From an optimization exercise on the open Yosys and OpenROAD flow, aimed at small area, a short achievable clock period and few clock cycles; shortcuts taken in it are not production practice. In this exercise RTL edits were held to simulation tests only and were not proved equivalent to the original.

// chk_block
module chk_block (
    input  wire        clk,
    input  wire        rst,
    input  wire        req_valid,
    output wire        req_ready,
    input  wire [1:0]  req_op,
    input  wire [5:0]  req_addr,
    input  wire [2:0]  req_tenant,
    input  wire [31:0] req_wdata,
    input  wire [5:0]  wv_width,
    input  wire        wv_refin,
    input  wire        wv_refout,
    input  wire [2:0]  wv_fowner,
    input  wire [31:0] wv_poly,
    input  wire [31:0] wv_init,
    input  wire [31:0] wv_xorout,
    input  wire [31:0] wv_ref,
    output reg         rsp_valid,
    output reg  [1:0]  rsp_status,
    output wire [31:0] rsp_rdata
);
For scale: roughly 6,000 cells after synthesis, roughly 820 flip-flops, roughly 220 I/O pins, roughly 0.059 sq mm of cells after synthesis.
clock: 20.0 ns
lec_check: 0
cap_margin: 20
core_margin: 2
core_utilization: 55
cts_cluster_diameter: 70
cts_cluster_size: 30
slew_margin: 20
standard.sh (not shown) runs the stock make flow with config.mk's settings and CLKGATE_MAP_FILE= SYNTH_SCRIPT=/design/flow/synth_recipe.tcl, a recipe that flattens the netlist after the stock synthesis.
==> flow/flow/run.sh <==
#!/bin/bash
# Standard layout, with timing repair aimed at a tighter clock than the
# 20 ns constraint (repair stops once setup slack reaches the margin), and
# plain buffers (not delay cells) on the ports.
set -euo pipefail
bash standard.sh SETUP_SLACK_MARGIN=13.5 "BUFFER_PORTS_ARGS=-buffer_cell sky130_fd_sc_hd__buf_2" finish > standard.log 2>&1
The first run went through all stages and came out clean.
Testbench counts at the start, summed over its fixed seeds: cycles 6,567.
Rerun with:
--- a/flow/config.mk
+++ b/flow/config.mk
@@ -9,3 +9,3 @@
 export CORE_MARGIN = 2
-export CORE_UTILIZATION = 55
+export CORE_UTILIZATION = 45
 export CTS_CLUSTER_DIAMETER = 70
@@ -13 +13,2 @@
 export SLEW_MARGIN = 20
+export TNS_END_PERCENT = 10
Result: The changed run ran to the end with no violations. Maximum frequency is lower by 1.1%. Utilization is lower by 11 points. Non-clock buffer count is lower by 3. Setup slack degrades by 0.074 ns.
Rerun with:
--- a/flow/config.mk
+++ b/flow/config.mk
@@ -7,8 +7,7 @@
 export LEC_CHECK = 0
-export CAP_MARGIN = 20
+export CAP_MARGIN = 10
 export CORE_MARGIN = 2
-export CORE_UTILIZATION = 45
+export CORE_UTILIZATION = 55
 export CTS_CLUSTER_DIAMETER = 70
 export CTS_CLUSTER_SIZE = 30
-export SLEW_MARGIN = 20
-export TNS_END_PERCENT = 10
+export SLEW_MARGIN = 10
Result:
- wire length decreases by 4.5%
- cell area goes down by 0.39%
- global-route usage grows by 6.8 points
- hold slack gets better by 0.018 ns
- via count goes down by 0.71%
- critical path depth decreases by 3
Rerun with:
--- a/flow/config.mk
+++ b/flow/config.mk
@@ -9,3 +9,3 @@
 export CORE_MARGIN = 2
-export CORE_UTILIZATION = 55
+export CORE_UTILIZATION = 45
 export CTS_CLUSTER_DIAMETER = 70
Wire length went up by a few percent.
Cell count went up by a few percent.
Die area grows by about a fifth.
Setup slack stays flat.
Cell area grows slightly.
Synthesized area does not change.


Another version of the RTL of chk_block (not shown whole).
Size in the first run: ~6100 cells after synthesis, about 220 I/O pins.
==> flow/config.mk <==
export PLATFORM = sky130hd
export DESIGN_NAME = chk_block
export DESIGN_NICKNAME = chk_block
export VERILOG_FILES = /design/flow/design.v
export SDC_FILE = /design/flow/constraint.sdc
export NUM_CORES = 4
export LEC_CHECK = 0
export CAP_MARGIN = 20
export CORE_MARGIN = 2
export CORE_UTILIZATION = 45
export CTS_BUF_LIST = sky130_fd_sc_hd__clkbuf_4 sky130_fd_sc_hd__clkbuf_8
export SLEW_MARGIN = 20
==> flow/constraint.sdc <==
create_clock -name core_clock -period 20.0 [get_ports {clk}]
set_input_delay 4.0000 -clock core_clock [delete_from_list [all_inputs] [get_ports {clk}]]
set_output_delay 4.0000 -clock core_clock [all_outputs]
set_load 0.01 [all_outputs]
==> flow/flow/run.sh <==
#!/bin/bash
# Standard layout, with timing repair aimed at a tighter clock than the
# 20 ns constraint (repair stops once setup slack reaches the margin).
set -euo pipefail
bash standard.sh SETUP_SLACK_MARGIN=13.5 finish > standard.log 2>&1
The first run passed the timing, DRC and antenna checks.
Testbench counts at the start, summed over its fixed seeds: cycles 6,554.
Change:
Settings changed: CORE_UTILIZATION 45 to 30, CTS_BUF_LIST sky130_fd_sc_hd__clkbuf_4 sky130_fd_sc_hd__clkbuf_8 to unset.
Outcome: Synthesized cell count does not change; final cell count came out higher by 9.2%; via count came out lower by about 1.1%; worst hold slack loses 0.0047 ns; global-route usage came out lower by 11 points.
Change:
==> flow/flow/run.sh (replaced) <==
#!/bin/bash
# Standard layout, with timing repair aimed at a tighter clock than the
# 20 ns constraint (repair stops once setup slack reaches the margin), and
# plain buffers (not delay cells) on the ports.
set -euo pipefail
bash standard.sh SETUP_SLACK_MARGIN=13.5 "BUFFER_PORTS_ARGS=-buffer_cell sky130_fd_sc_hd__buf_2" finish > standard.log 2>&1
Effect: The new run completed without violations; die area is unchanged; setup slack improved by 0.024 ns.


Another version of the RTL of chk_block (not shown whole).
Size: roughly 6,200 cells after synthesis, about 820 flip-flops.
## chk_block
module chk_block (
    input  wire        clk,
    input  wire        rst,
    input  wire        req_valid,
    output wire        req_ready,
    input  wire [1:0]  req_op,
    input  wire [5:0]  req_addr,
    input  wire [2:0]  req_tenant,
    input  wire [31:0] req_wdata,
    input  wire [5:0]  wv_width,
    input  wire        wv_refin,
    input  wire        wv_refout,
    input  wire [2:0]  wv_fowner,
    input  wire [31:0] wv_poly,
    input  wire [31:0] wv_init,
    input  wire [31:0] wv_xorout,
    input  wire [31:0] wv_ref,
    output reg         rsp_valid,
    output reg  [1:0]  rsp_status,
    output wire [31:0] rsp_rdata
);
==> flow/config.mk <==
export PLATFORM = sky130hd
export DESIGN_NAME = chk_block
export DESIGN_NICKNAME = chk_block
export VERILOG_FILES = /design/flow/design.v
export SDC_FILE = /design/flow/constraint.sdc
export NUM_CORES = 4
export LEC_CHECK = 0
export CAP_MARGIN = 20
export CORE_MARGIN = 2
export CORE_UTILIZATION = 30
export SLEW_MARGIN = 20
==> flow/constraint.sdc <==
create_clock -name core_clock -period 20.0 [get_ports {clk}]
set_input_delay 4.0000 -clock core_clock [delete_from_list [all_inputs] [get_ports {clk}]]
set_output_delay 4.0000 -clock core_clock [all_outputs]
set_load 0.01 [all_outputs]
==> flow/flow/run.sh <==
#!/bin/bash
# Standard layout, with timing repair aimed at a tighter clock than the
# 20 ns constraint (repair stops once setup slack reaches the margin), and
# plain buffers (not delay cells) on the ports.
set -euo pipefail
bash standard.sh SETUP_SLACK_MARGIN=13 "BUFFER_PORTS_ARGS=-buffer_cell sky130_fd_sc_hd__buf_2" finish > standard.log 2>&1
Testbench counts at the start, summed over its fixed seeds: cycles 6,567.
==> next run, changes <==
==> flow/flow/run.sh (replaced) <==
#!/bin/bash
# Standard layout, with timing repair aimed at a tighter clock than the
# 20 ns constraint (repair stops once setup slack reaches the margin), and
# plain buffers (not delay cells) on the ports.
set -euo pipefail
bash standard.sh SETUP_SLACK_MARGIN=13.5 "BUFFER_PORTS_ARGS=-buffer_cell sky130_fd_sc_hd__buf_2" finish > standard.log 2>&1
Settings changed: CORE_UTILIZATION 30 to 45, CTS_CLUSTER_DIAMETER set to 70, CTS_CLUSTER_SIZE set to 30.
=> Worst setup slack improved by 0.35 ns; hold slack improved by 0.0080 ns; sequential share of layout area goes up by 0.38 points; clock skew goes up by 0.011 ns; via count goes up slightly; routed wire length goes down by a few percent; count of clock-buffer cells in the layout goes down by 44; global-route usage goes up by 12 points; final area goes down slightly; critical path depth goes down by 3; maximum frequency goes up by a few percent.
==> next run, changes <==
Settings changed: CAP_MARGIN 20 to 10, CORE_UTILIZATION 45 to 55, SLEW_MARGIN 20 to 10.
After rerunning: The new run completed with no timing, DRC or antenna violations. Cell area goes down by 0.91%. Die area is lower by about 18%. Core utilization came out higher by 11 points.
==> next run, changes <==
Settings changed: CORE_UTILIZATION 55 to 45, TNS_END_PERCENT set to 10.
- global-route usage fell by 8.1 points
- worst setup slack gets worse by 0.069 ns
- sequential share of layout area decreases by 0.29 points
==> next run, changes <==
Settings changed: CAP_MARGIN 10 to 20, CORE_UTILIZATION 45 to 30, SLEW_MARGIN 10 to 20, TNS_END_PERCENT 10 to unset.
After rerunning:
- The new run passed the timing, DRC and antenna checks
- wire length increases by 5.5%
- die area is higher by 49%
- via count hardly moves
- first-iteration DRC count is lower by 6.5%


job 863:
chk_block, a different RTL version from the one above (not shown whole).
For scale: about 6100 cells after synthesis, ~900 flip-flops, roughly 220 I/O pins, about 64000 µm² of cells after synthesis.
export LEC_CHECK = 0
export CAP_MARGIN = 20
export CORE_MARGIN = 2
export CORE_UTILIZATION = 30
export SLEW_MARGIN = 20
create_clock -name core_clock -period 20.0 [get_ports {clk}]
==> flow/flow/run.sh <==
#!/bin/bash
# Standard layout, with timing repair aimed at a tighter clock than the
# 20 ns constraint (repair stops once setup slack reaches the margin).
set -euo pipefail
bash standard.sh SETUP_SLACK_MARGIN=13.5 finish > standard.log 2>&1
Testbench counts of job 863, summed over its fixed seeds: cycles 6,497.
Changes in job 9322 relative to job 863:
==> flow/run.sh (new file) <==
#!/bin/bash
# synth_recipe.tcl (not shown) runs the flow's synth.tcl, then flattens the netlist and writes it again
# the make line also repeats each setting of config.mk as NAME=value (left out here)
make -C /OpenROAD-flow-scripts/flow DESIGN_CONFIG=/design/flow/config.mk WORK_HOME=/design/flow/orfs CLKGATE_MAP_FILE= SYNTH_SCRIPT=/design/flow/synth_recipe.tcl finish
removed: flow/flow/run.sh
removed: flow/standard.sh
### Flow results
Share of final layout cell area taken by non-clock buffers, job 9322 and job 863: smaller value in job 9322. | summed area of non-filler cells in the final layout | job 9322 vs job 863 | better |. Delta (job 9322 minus job 863): global-route usage decreased by 1.0 points relative to the old numbers, final cell count decreased by about 2% relative to the old numbers. Summary of job 9322 over job 863: logic depth of the worst path, buffers included moved up; share of post-route cells with drive strength above 1 moved down; non-clock buffer count moved down; final worst-path cycle share moved up. Per the comparison of job 9322 with job 863, final-layout clock buffer total now sits higher; routed wire length shrank by about 5%.


Setup of run 1:
chk_block with an RTL version that a note above also has.
Size in the first run: about 6,200 cells after synthesis, ~220 I/O pins, ~0.060 mm2 of cells after synthesis.
export LEC_CHECK = 0
export CAP_MARGIN = 20
export CORE_MARGIN = 2
export CORE_UTILIZATION = 45
export SLEW_MARGIN = 20
create_clock -name core_clock -period 20.0 [get_ports {clk}]
==> flow/flow/run.sh <==
#!/bin/bash
# Standard layout, with timing repair aimed at a tighter clock than the
# 20 ns constraint (repair stops once setup slack reaches the margin), and
# plain buffers (not delay cells) on the ports.
set -euo pipefail
bash standard.sh SETUP_SLACK_MARGIN=13.5 "BUFFER_PORTS_ARGS=-buffer_cell sky130_fd_sc_hd__buf_2" finish > standard.log 2>&1
Testbench counts of run 1, summed over its fixed seeds: cycles 6,567.
Setup changes, run 1 to run 2
# run 1
export LEC_CHECK = 0
export CAP_MARGIN = 20
export CORE_MARGIN = 2
export CORE_UTILIZATION = 45
export SLEW_MARGIN = 20
create_clock -name core_clock -period 20.0 [get_ports {clk}]
# run 2
export LEC_CHECK = 0
export CAP_MARGIN = 10
export CORE_MARGIN = 2
export CORE_UTILIZATION = 45
export CTS_CLUSTER_DIAMETER = 70
export CTS_CLUSTER_SIZE = 30
export GPL_ROUTABILITY_DRIVEN = 0
export SLEW_MARGIN = 10
create_clock -name core_clock -period 20.0 [get_ports {clk}]
Having completed the whole flow, run 2 delivered a layout that passed the timing, DRC and antenna checks. Taking run 1 as the reference point, the final critical-path setup slack of run 2 falls by 0.27 ns. XOR/XNOR share of the synthesized area: run 2 vs run 1 identical. For run 1, the worst setup path endpoint was o_word[13], unlike run 2, where it was o_word[3]. Total clock buffers created by CTS: run 2 < run 1. On area share of buffers outside the clock network: run 2 sits above run 1.
[inputs] run 3 vs run 2
# run 2
export LEC_CHECK = 0
export CAP_MARGIN = 10
export CORE_MARGIN = 2
export CORE_UTILIZATION = 45
export CTS_CLUSTER_DIAMETER = 70
export CTS_CLUSTER_SIZE = 30
export GPL_ROUTABILITY_DRIVEN = 0
export SLEW_MARGIN = 10
create_clock -name core_clock -period 20.0 [get_ports {clk}]
# run 3
export LEC_CHECK = 0
export CAP_MARGIN = 20
export CORE_MARGIN = 2
export CORE_UTILIZATION = 30
export SLEW_MARGIN = 20
create_clock -name core_clock -period 20.0 [get_ports {clk}]
Run 3 completed end to end with timing, DRC and antenna clean.
| fraction of the core area covered by cells at the end of the flow | run 3 vs run 2 | 16 points lower |
When the final numbers for run 2 and run 3 were put side by side, the final instance area turned out to be greater in run 3.
Compared run 3 vs run 2, and met3 demand-to-capacity share in global routing is down in run 3.
Taking run 2 as the reference point, the met3 layer wire length in the routed design of run 3 falls by 6300 um.
For run 4, these inputs were changed with respect to run 3:
# run 3
export LEC_CHECK = 0
export CAP_MARGIN = 20
export CORE_MARGIN = 2
export CORE_UTILIZATION = 30
export SLEW_MARGIN = 20
create_clock -name core_clock -period 20.0 [get_ports {clk}]
# run 4
export LEC_CHECK = 0
export CAP_MARGIN = 10
export CORE_MARGIN = 2
export CORE_UTILIZATION = 45
export CTS_CLUSTER_DIAMETER = 70
export CTS_CLUSTER_SIZE = 30
export SLEW_MARGIN = 10
create_clock -name core_clock -period 20.0 [get_ports {clk}]
Results
- Run 4 vs run 3, critical path capture point: o_word[8] vs o_word[13]
- Relative to run 3, the layout clock buffer count measured on run 4 has decreased by more than a quarter.
- Run 4 ended up with req_addr[3] as its launching element of the worst setup path; run 3 ended up with req_addr[4].
- Sort run 4 and run 3 by hold slack desc -> top: run 4
- Sort run 4 and run 3 by final weighted congestion of routability-driven global placement asc -> top: run 4


Another version of the RTL of chk_block (not shown whole).
For scale: ~6200 cells after synthesis, ~820 flip-flops, ~220 I/O pins, ~0.062 mm^2 of cells after synthesis.
export LEC_CHECK = 0
export CAP_MARGIN = 20
export CORE_MARGIN = 2
export CORE_UTILIZATION = 30
export CTS_CLUSTER_DIAMETER = 70
export CTS_CLUSTER_SIZE = 30
export SLEW_MARGIN = 20
create_clock -name core_clock -period 20.0 [get_ports {clk}]
Scripts as last shown in full above: flow/flow/run.sh
Testbench counts at the start, summed over its fixed seeds: cycles 6,567.
Then changed:
Settings changed: CORE_UTILIZATION 30 to 45, TNS_END_PERCENT set to 10.
Setup slack is better by 0.0067 ns.
Maximum frequency barely changes.
Register-to-register slack is worse by 0.06 ns.
Core utilization climbs by 15 points.

## re-timing with driven ports
The flow's constraints put no driver on any port. The routed layouts listed below were extracted and timed again, unchanged, in two steps. Step 1 assumes that a clkbuf_16 drives the clock port and a buf_2 every other input. Step 2 moves the port delays by t, midway between the first and last clock arrival at a register: inputs arrive t later, outputs are due t later. That takes back most of the time a late clock gives input paths. a / b / c = ideal / step 1 / step 2; a / b = the first two.
run	t (ns)	slack for setup (ns)	slew at the worst register clock pin (ns)
the first run of note 1	0.786	13.290 / 13.058 / 12.273	0.11 / 0.11
the second run of note 1	0.820	13.216 / 13.090 / 12.270	0.11 / 0.11
the third run of note 1	0.784	13.304 / 13.064 / 12.279	0.11 / 0.11
the fourth run of note 1	0.809	13.303 / 13.102 / 12.293	0.11 / 0.11
the first run of note 2	0.952	12.979 / 12.900 / 12.556	0.08 / 0.08
the second run of note 2	0.815	13.121 / 13.039 / 12.409	0.07 / 0.07
the third run of note 2	0.842	13.145 / 13.068 / 12.511	0.08 / 0.08
the first run of note 3	0.807	13.053 / 12.749 / 11.942	0.08 / 0.08
the second run of note 3	0.822	13.401 / 13.255 / 12.433	0.12 / 0.12
the third run of note 3	0.786	13.378 / 13.188 / 12.402	0.11 / 0.11
the fourth run of note 3	0.774	13.309 / 13.154 / 12.379	0.12 / 0.12
the fifth run of note 3	0.798	13.372 / 13.111 / 12.313	0.11 / 0.11
job 863	0.867	13.064 / 12.977 / 12.514	0.07 / 0.07
job 9322	0.840	11.316 / 11.316 / 11.316	0.08 / 0.08
run 1	0.796	13.368 / 13.181 / 12.384	0.07 / 0.07
run 2	0.774	13.100 / 13.151 / 12.377	0.11 / 0.11
run 3	0.804	13.252 / 13.002 / 12.197	0.08 / 0.08
run 4	0.788	13.433 / 13.325 / 12.537	0.11 / 0.11
the first run of note 6	0.841	13.384 / 13.354 / 12.513	0.11 / 0.11
the second run of note 6	0.787	13.391 / 13.252 / 12.465	0.11 / 0.11
After both steps every run listed still meets setup and hold. For the first run of note 3, which loses most, drivers alone change the setup slack by -0.304 ns; drivers and shift together by -1.111 ns.
